What follows belongs to an exercise in optimizing a design on an open flow for small area, a short achievable clock period and few clock cycles per item; a production flow would make more cautious choices.
RTL that was checked went through simulation tests only; none was proved equivalent to the original.

Design kiln_pe, start of the top module:
module kiln_pe (
    input  wire        clk,
    input  wire        rst,           
    input  wire        in_valid,      
    input  wire        in_first,      
    input  wire        in_last,       
    input  wire [3:0]  fmt_a,
    input  wire [3:0]  fmt_b,
    input  wire [15:0] a,
    input  wire [15:0] b,
    input  wire [7:0]  scale_a,
    input  wire [7:0]  scale_b,
    input  wire [31:0] in_init,       
    output reg         out_valid,
    output wire [31:0] out_acc,
    output wire        out_knv,       
    output wire        out_kof,       
    output wire        out_iov        
);
Size: roughly 220 flip-flops, ~130 I/O pins.
Settings: LEC_CHECK=0, ABC_AREA=1, CAP_MARGIN=20, CORE_MARGIN=2, CORE_UTILIZATION=40, SLEW_MARGIN=20; clock period 32.0 ns.
standard.sh (not shown) runs the stock make flow with config.mk's settings and CLKGATE_MAP_FILE= SYNTH_SCRIPT=/design/flow/synth_recipe.tcl, a recipe that flattens the netlist after the stock synthesis.
==> flow/flow/run.sh <==
#!/bin/bash
# The standard layout with these changes: ADDER_MAP_FILE= SETUP_SLACK_MARGIN=24.5 'BUFFER_PORTS_ARGS=-buffer_cell sky130_fd_sc_hd__buf_2'
set -euo pipefail
bash standard.sh ADDER_MAP_FILE= SETUP_SLACK_MARGIN=24.5 'BUFFER_PORTS_ARGS=-buffer_cell sky130_fd_sc_hd__buf_2' finish > standard.log 2>&1
Testbench counts at the start, summed over its fixed seeds: cycles 19,387, steps 19,363.
Rerun with:
==> flow/flow/run.sh (replaced) <==
#!/bin/bash
# The standard layout with these changes: ADDER_MAP_FILE= SETUP_SLACK_MARGIN=24 'BUFFER_PORTS_ARGS=-buffer_cell sky130_fd_sc_hd__buf_2'
set -euo pipefail
bash standard.sh ADDER_MAP_FILE= SETUP_SLACK_MARGIN=24 'BUFFER_PORTS_ARGS=-buffer_cell sky130_fd_sc_hd__buf_2' finish > standard.log 2>&1
The changed run completed without violations.
Synthesized area does not change.
Global-route usage fell by 1.7 points.
Cell area fell by 3.4%.
Final cell count fell by 0.94%.
Flip-flop and latch count does not change.
Worst setup slack is worse by 0.21 ns.

* * *

Setup of the previous run:
kiln_pe, a different RTL version from the one above (not shown whole).
Size in the first run: about 5300 cells after synthesis, ~200 flip-flops, about 130 I/O pins.
==> flow/config.mk <==
export PLATFORM = sky130hd
export DESIGN_NAME = kiln_pe
export DESIGN_NICKNAME = kiln_pe
export VERILOG_FILES = /design/flow/design.v
export SDC_FILE = /design/flow/constraint.sdc
export NUM_CORES = 4
export LEC_CHECK = 0
export ABC_AREA = 1
export CAP_MARGIN = 50
export CORE_MARGIN = 2
export CORE_UTILIZATION = 40
export SLEW_MARGIN = 80
==> flow/constraint.sdc <==
create_clock -name core_clock -period 32.0 [get_ports {clk}]
set_input_delay 6.4000 -clock core_clock [delete_from_list [all_inputs] [get_ports {clk}]]
set_output_delay 6.4000 -clock core_clock [all_outputs]
set_load 0.01 [all_outputs]
run.sh (not shown) runs the stock make flow with config.mk's settings and CLKGATE_MAP_FILE= SYNTH_SCRIPT=/design/flow/synth_recipe.tcl, a recipe that flattens the netlist after the stock synthesis.
Stock flow here: none of the scripts above is used.
The previous run ended with every stage complete and zero timing, DRC or antenna violations.
The inputs of the current run differ from those of the previous run as listed below.
--- a/flow/config.mk
+++ b/flow/config.mk
@@ -8,5 +8,5 @@
 export ABC_AREA = 1
-export CAP_MARGIN = 50
+export CAP_MARGIN = 20
 export CORE_MARGIN = 2
 export CORE_UTILIZATION = 40
-export SLEW_MARGIN = 80
+export SLEW_MARGIN = 20
--- outcome ---
- Maximum frequency for the current run: 11% down relative to the previous run
- Compared with the previous run, the current run shows a lower total detailed-routing wirelength.
- [compare] base=the previous run new=the current run: pre-CTS worst setup slack dropped 1010 ps.
- Diff the previous run -> the current run: clock transition at the registers of the reported paths shows a reduction of 20 ps.
- Relative to the previous run, the number of clock buffers inserted by TritonCTS measured on the current run has decreased by a few percent.
Function was not checked in any run of this note: the RTL went through the layout flow alone.

* * *

Starting RTL as in the previous note.
Design kiln_pe, start of the top module:
module kiln_pe (
    input  wire        clk,
    input  wire        rst,           
    input  wire        in_valid,      
    input  wire        in_first,      
    input  wire        in_last,       
    input  wire [3:0]  fmt_a,
    input  wire [3:0]  fmt_b,
    input  wire [15:0] a,
    input  wire [15:0] b,
    input  wire [7:0]  scale_a,
    input  wire [7:0]  scale_b,
    input  wire [31:0] in_init,       
    output reg         out_valid,
    output wire [31:0] out_acc,
    output wire        out_knv,       
    output wire        out_kof,       
    output wire        out_iov        
);
clock: 32.0 ns
lec_check: 0
cap_margin: 20
core_margin: 2
core_utilization: 40
slew_margin: 20
standard.sh (not shown) runs the stock make flow with config.mk's settings and CLKGATE_MAP_FILE= SYNTH_SCRIPT=/design/flow/synth_recipe.tcl, a recipe that flattens the netlist after the stock synthesis.
==> flow/flow/run.sh <==
#!/bin/bash
# The standard layout, with timing repair aiming for 23 ns of setup slack.
set -euo pipefail
bash standard.sh SETUP_SLACK_MARGIN=23 finish > standard.log 2>&1
The baseline produced a clean layout.
Change:
- ABC_AREA: unset -> 1
Setup slack gets better by 0.60 ns.
Core utilization falls by 1.7 points.
Via count falls slightly.
Critical path depth rises by 27.
Die area falls by a few percent.
Routed wire length falls by a little under a tenth.
No functional check of the RTL was part of any run of this note.

-- static timing again, ports no longer ideal --
Ports are ideal in the flow. The routed layouts listed here were re-timed in OpenROAD. Step 1 sets driving cells, clkbuf_16 on the clock port and buf_2 on the other inputs (assumed; they add their load-dependent delay and slew). Step 2 times the ports against the registers' clock, not the clock port: input delays grow and output delays shrink by t, the midpoint of the rising clock arrivals with the driver on. Slacks: ideal / step 1 / step 2; pairs: ideal / step 1.
run	t (ns)	setup slack, ns	pins driven straight from the clock port
the first run of note 1	0.621	24.336 / 24.353 / 23.733	1
the second run of note 1	0.604	24.125 / 24.153 / 23.549	1
the previous run	0.645	21.091 / 21.091 / 21.091	1
the current run	0.633	19.723 / 19.723 / 19.723	1
the first run of note 3	0.649	22.341 / 22.341 / 22.341	1
the second run of note 3	0.636	22.946 / 22.946 / 22.946	1
After both steps every run listed still meets setup and hold. The setup slack of the first run of note 1, which loses most, moves by +0.017 ns with the drivers and by -0.603 ns with both steps.
